From an optimization exercise on the open Yosys and OpenROAD flow, aimed at small area, a short achievable clock period and few clock cycles per item; shortcuts taken in it are not production practice.
The RTL was checked by simulation tests, not by an equivalence proof against the original design.

--- flow/constraint.sdc ---
create_clock -name core_clock -period 45.0 [get_ports {clk}]
set_input_delay 9.0000 -clock core_clock [delete_from_list [all_inputs] [get_ports {clk}]]
set_output_delay 9.0000 -clock core_clock [all_outputs]
set_load 0.01 [all_outputs]
--- flow/design.v ---
module fp_mul (
    input  wire [31:0] a,
    input  wire [31:0] b,
    output wire [31:0] y,
    output wire        nf
);
    wire [7:0] ea = a[30:23];
    wire [7:0] eb = b[30:23];
    wire       sy = a[31] ^ b[31];
    wire nf_in   = (&ea) | (&eb);
    wire zero_in = ~(|ea) | ~(|eb);
    wire [47:0] prod = {1'b1, a[22:0]} * {1'b1, b[22:0]};
    wire        hi   = prod[47];
    wire [23:0] mant   = hi ? prod[47:24] : prod[46:23];
    wire        guard  = hi ? prod[23] : prod[22];
    wire        sticky = hi ? (|prod[22:0]) : (|prod[21:0]);
    wire [24:0] mant_r = {1'b0, mant} + {24'd0, guard & (sticky | mant[0])};
    wire signed [9:0] exp_n = $signed({2'b00, ea}) + $signed({2'b00, eb})
                              - 10'sd127 + $signed({9'd0, hi});
    wire signed [9:0] exp_r = exp_n + $signed({9'd0, mant_r[24]});
    wire tiny = (exp_n < 10'sd1);
    wire ovf  = (exp_r > 10'sd254);
    assign nf = nf_in | ovf;
    assign y  = (zero_in | tiny) ? {sy, 31'd0} : {sy, exp_r[7:0], mant_r[22:0]};
endmodule
module fp_add (
    input  wire [31:0] a,
    input  wire [31:0] b,
    output wire [31:0] y,
    output wire        ovf
);
    wire [7:0] ea = a[30:23];
    wire [7:0] eb = b[30:23];
    wire       ha = |ea;
    wire       hb = |eb;
    wire        swap = {eb, b[22:0]} > {ea, a[22:0]};
    wire        sp   = swap ? b[31] : a[31];
    wire [7:0]  ep   = swap ? eb : ea;
    wire [7:0]  diff = swap ? (eb - ea) : (ea - eb);
    wire [23:0] mp   = swap ? {hb, b[22:0] & {23{hb}}} : {ha, a[22:0] & {23{ha}}};
    wire [23:0] mq   = swap ? {ha, a[22:0] & {23{ha}}} : {hb, b[22:0] & {23{hb}}};
    wire        subtract = a[31] ^ b[31];
    wire [50:0] q_wide = {mq, 27'd0} >> diff[4:0];
    wire        far    = (diff > 8'd26);
    wire [26:0] q_al   = far ? {26'd0, mq[23]}
                             : {q_wide[50:25], |q_wide[24:0]};
    wire [27:0] sum = subtract ? ({1'b0, mp, 3'b000} - {1'b0, q_al})
                               : ({1'b0, mp, 3'b000} + {1'b0, q_al});
    reg  [4:0] lz;
    integer    i;
    always @(*) begin
        lz = 5'd0;
        for (i = 0; i <= 26; i = i + 1)
            if (sum[i]) lz = 5'd26 - i[4:0];
    end
    wire [26:0] norm  = sum[27] ? {sum[27:2], sum[1] | sum[0]} : (sum[26:0] << lz);
    wire signed [9:0] exp_n = sum[27] ? $signed({2'b00, ep}) + 10'sd1
                                      : $signed({2'b00, ep}) - $signed({5'd0, lz});
    wire [24:0] mant_r = {1'b0, norm[26:3]} + {24'd0, norm[2] & (norm[1] | norm[0] | norm[3])};
    wire signed [9:0] exp_r = exp_n + $signed({9'd0, mant_r[24]});
    wire zero = (sum == 28'd0);
    wire tiny = (exp_n < 10'sd1);
    assign ovf = ~zero & (exp_r > 10'sd254);
    assign y = zero ? {a[31] & b[31], 31'd0}
             : tiny ? {sp, 31'd0}
             : {sp, exp_r[7:0], mant_r[22:0]};
endmodule
module comb_stage (
    input  wire        clk,
    input  wire        rst,         
    input  wire        in_valid,
    output wire        in_ready,
    input  wire [31:0] a,           
    input  wire [31:0] b,           
    input  wire [31:0] c,           
    input  wire [31:0] u,           
    input  wire        u_ok,        
    input  wire [31:0] v,           
    input  wire        v_ok,        
    output reg         out_valid,
    output reg  [31:0] x,           
    output reg         x_ok,        
    output reg         num          
);
    assign in_ready = 1'b1;
    reg        s0_valid;
    reg [31:0] s0_a, s0_b, s0_c, s0_u, s0_v;
    reg        s0_u_ok, s0_v_ok;
    always @(posedge clk) begin
        s0_valid <= in_valid & ~rst;
        s0_a     <= a;
        s0_b     <= b;
        s0_c     <= c;
        s0_u     <= u;
        s0_v     <= v;
        s0_u_ok  <= u_ok;
        s0_v_ok  <= v_ok;
    end
    wire [31:0] au, bv;
    wire        au_nf, bv_nf;
    fp_mul mul_au (.a(s0_a), .b(s0_u), .y(au), .nf(au_nf));
    fp_mul mul_bv (.a(s0_b), .b(s0_v), .y(bv), .nf(bv_nf));
    wire ops_ok = (s0_u_ok | ~(|s0_a[30:23])) & (s0_v_ok | ~(|s0_b[30:23]));
    wire c_nf   = &s0_c[30:23];
    reg        s1_valid;
    reg [31:0] s1_au, s1_bv, s1_c;
    reg        s1_nf, s1_ok;
    always @(posedge clk) begin
        s1_valid <= s0_valid & ~rst;
        s1_au    <= au;
        s1_bv    <= bv;
        s1_c     <= s0_c;
        s1_nf    <= au_nf | bv_nf | c_nf;
        s1_ok    <= ops_ok;
    end
    wire [31:0] sum_ab;
    wire        ab_ovf;
    fp_add add_ab (.a(s1_au), .b(s1_bv), .y(sum_ab), .ovf(ab_ovf));
    reg        s2_valid;
    reg [31:0] s2_ab, s2_c;
    reg        s2_nf, s2_ok;
    always @(posedge clk) begin
        s2_valid <= s1_valid & ~rst;
        s2_ab    <= sum_ab;
        s2_c     <= s1_c;
        s2_nf    <= s1_nf | ab_ovf;
        s2_ok    <= s1_ok;
    end
    wire [31:0] result;
    wire        r_ovf;
    fp_add add_c (.a(s2_ab), .b(s2_c), .y(result), .ovf(r_ovf));
    wire finite = ~(s2_nf | r_ovf);
    always @(posedge clk) begin
        out_valid <= s2_valid & ~rst;
        x_ok      <= s2_ok & finite;
        num       <= s2_ok & ~finite;
        x         <= (s2_ok & finite) ? result : 32'd0;
    end
endmodule
--- flow/run.sh ---
#!/bin/bash
# synth_recipe.tcl (not shown) runs the flow's synth.tcl, then flattens the netlist and writes it again
# the make line also repeats each setting of config.mk as NAME=value (left out here)
make -C /OpenROAD-flow-scripts/flow DESIGN_CONFIG=/design/flow/config.mk WORK_HOME=/design/flow/orfs CLKGATE_MAP_FILE= SYNTH_SCRIPT=/design/flow/synth_recipe.tcl finish
--- flow/config.mk ---
export PLATFORM = sky130hd
export DESIGN_NAME = comb_stage
export DESIGN_NICKNAME = comb_stage
export VERILOG_FILES = /design/flow/design.v
export SDC_FILE = /design/flow/constraint.sdc
export NUM_CORES = 4
export LEC_CHECK = 0
export CAP_MARGIN = 20
export CORE_MARGIN = 2
export CORE_UTILIZATION = 40
export PLACE_DENSITY = 0.6
export SLEW_MARGIN = 20
==> run notes <==
[worst max-delay path: cells and delay by family (launching register included)]
family | cells | cell delay, ns
adders and majority gates | 5 | 1.41
muxes | 3 | 1.16
AOI/OAI and AO/OA | 25 | 5.96
buffers and inverters | 7 | 1.84
DFF | 1 | 0.38
xor gates and xnor gates | 1 | 0.41
and+or+nand+nor | 14 | 4.29
[metal layers]
metal | part of all wire (%) | routed length [µm] | up-vias
met5 | 0.012 | 27 | -
met4 | 3.5 | 7789 | 4
met3 | 6.1 | 13550 | 376
met2 | 47 | 104900 | 1987
met1 | 44 | 97650 | 30370
li1 | - | - | 28110
[stage by stage]
| stage | std cells | setup WS [ns] | area, µm² | hold WS [ns] | util [%] |
|---|---|---|---|---|---|
| after detailed placement | 10840 | 29.63 | 74720 | 0.3121 | 42.52 |
| after CTS | 10930 | 29.59 | 76380 | 0.3248 | 43.46 |
| after global routing | 10930 | 28.34 | 76380 | 0.3275 | 43.46 |
| after floorplan | 8580 | 32.81 | 70530 | 0.3096 | - |
| after global placement | 10840 | 29.88 | 74720 | 0.3121 | 42.52 |
| final | 10930 | 29.42 | 76380 | 0.3257 | 43.46 |
[worst max path at each step]
stage | from | slack (ns) | endpoint
global route | s2_c[28]$_DFF_P_ | 28.34 | x[0]$_SDFF_PP0_
finish | s2_c[28]$_DFF_P_ | 29.42 | x[0]$_SDFF_PP0_
detailed placement | s2_c[28]$_DFF_P_ | 29.63 | x[0]$_SDFF_PP0_
global placement | s2_c[28]$_DFF_P_ | 29.88 | x[0]$_SDFF_PP0_
CTS | s2_c[28]$_DFF_P_ | 29.59 | x[0]$_SDFF_PP0_
floorplan | s2_c[27]$_DFF_P_ | 32.81 | x[20]$_SDFF_PP0_
[registers in the layout, summed over array words and instances, names as in the netlist, 32 cells and up]
register,flops
s0_a,32
s0_b,32
s0_c,32
s0_u,32
s0_v,32
s1_au,32
s1_bv,32
s1_c,32
s2_ab,32
s2_c,32
x,32
[final cells by class]
class                      instances  area share (%)
inverter                        1330           6.543
tap                             2340           3.833
clock buffer                      64           1.800
multi-input combinational       6459           73.89
timing repair buffer             342           4.013
sequential                       364           9.544
clock inverter                    26          0.3735
[synth_stat cells, types with 70 or more instances]
| library cell | n | area, µm² |
|---|---|---|
| nor2_1 | 508 | 1907 |
| a21o_1 | 104 | 780.8 |
| nand2_1 | 1070 | 4016 |
| clkbuf_1 | 335 | 1257 |
| o31ai_1 | 70 | 525.5 |
| and2_1 | 536 | 3353 |
| o21ai_0 | 253 | 1266 |
| xnor2_1 | 183 | 1603 |
| a21oi_1 | 323 | 1617 |
| a211oi_1 | 87 | 653.1 |
| fa_1 | 974 | 19500 |
| mux2i_1 | 210 | 2102 |
| ha_1 | 570 | 7132 |
| xor2_1 | 78 | 683.2 |
| nor3_1 | 164 | 820.8 |
| inv_1 | 1318 | 4947 |
| dfxtp_1 | 364 | 7287 |
| nand3_1 | 198 | 991.0 |
[logic make-up (layout without fill, tap and decap cells)]
group                    after synthesis  after routing  share of synthesized area, %
XOR/XNOR                             263            263                         3.287
flip-flops                           364            364                         10.33
AO/OA/AOI/OAI                       1431           1431                         14.02
buffers and inverters               1757           1762                         9.726
AND/OR/NAND/NOR                     2930           2930                         20.19
multiplexers                         290            290                         4.688
other                                  1              1                      0.005317
adder cells (fa/ha/maj)             1544           1544                         37.76
==> results.tsv <==
metric	value	unit
status	no timing/DRC/antenna violations	
grt_use_met3	3.176	%
rr_endpoint	x[0]$_SDFF_PP0_	
vias_per_cell	5.570	
maxCapViolCount	0	
core.rowCount	154	
setup_viol	0	
multi_input_area	0.05644	mm²
antenna_found_initial	2	
path_class	register to register	
seqCellArea	0.007289	mm²
syn_area	0.07053	mm²
rrSetupSlack	29.42	ns
final_antenna_net_count	0	
synthArstFlopShare	0	%
synthFlopType	dfxtp_1	
skew	0.05037	ns
n_antenna_cell	0	
placement.io_buffers	199	
synthesis.nets	10290	
max_freq	0.06420	GHz
cts_tree	built	
routed_wl	223900	µm
post_drt_wl_per_cell	20.50	µm
synth_cell_types	130	
nets	10260	
first_pass_iters	6	
syn_avg_cell_area	8.221	µm²
period_minus_slack	15.58	ns
rr_worst_depth	55	
worstPathRequired	45.60	ns
ios	201	
clock_path_buffers	3	
hold_class	register to register	
die_w	423.9	µm
crit_path_start_kind	register	
max_stage_delay	0.74	ns
hold_buffers	0	
layout_commonest_cell	inv_1	
grt_pass1_vias	62590	
die_area	0.1797	mm²
tns	0	ns
worstPathMaxFanout	40	
initial_core_util	40.14	%
netlist_instances	8580	
tightest_slew	1.131	ns
slew_violations	0	
gr-usage-met2	41.47	%
cts_sinks	364	
clk_latency	0.71	ns
place_congestion	0.9379	
post-route-drc-count	0	
ys_warn_count	2	
crit_path_top_delay_cell	or3_1	
area_growth_syn_to_layout	8.288	%
endpoint_kind	register	
maxSlewHeadroom	23.40	%
r2r-start	s2_c[28]$_DFF_P_	
grtUsageMet1	33.41	%
gr-total-overflow	0	
core_area	0.1757	mm²
holdPathEnd	s2_c[28]$_DFF_P_	
synth-seq-area-share	10.33	%
num-fill-cells	17590	
cp.arrival	16.18	ns
ys_seq_elements	364	
vias	60850	
hpwlAfterDp	175200	µm
hold_start	s1_c[28]$_DFF_P_	
root_buffer	clkbuf_16	
clk_pin_slew	0.05	ns
postCtsSetupRepairBufs	0	
grt_max_degree	77	
grt_setup_unrepaired	false	
hold_viol	0	
cts_resized	0	
drt_iter0_drc	4626	
numCtsBuffers	49	
grt_use_total	24.96	%
min_period_over_period	34.61	%
die_h	423.9	µm
synth-edff-count	0	
min_path_cells	0	
cts_max_level	2	
final_cell_mix	inv_1, nand2_1, fa_1, ha_1, and2_1	
grt_pass1_wl	356700	µm
grt-busiest-layer	met2	
drive_above_1_share	4.985	%
Testbench counts, summed over its fixed seeds: cycles 16,032, items 16,000.

separate check: timing with driven ports:
How much do the figures lean on ideal ports? The routed layout below was timed once more, with nothing changed but the port constraints. Step 1: set_driving_cell puts a clkbuf_16 on clk and a buf_2 on each other input, an assumption about the parent block. Step 2 also shifts input and output timing later by t, the mid clock arrival at the registers, as if the neighbouring blocks saw the same clock. Three values: ideal, step 1, step 2; two values: the first two.
t (ns): 0.761
slack for setup (ns): 29.424 / 29.424 / 29.424
worst hold slack (ns): 0.326 / 0.326 / 0.326
worst data-port slew with drivers (ns): 0.10
pins driven straight from the clock port: 1
After both steps setup and hold are still met in this run. The setup slack of this run moves by 0.000 ns with the drivers and by 0.000 ns with both steps.
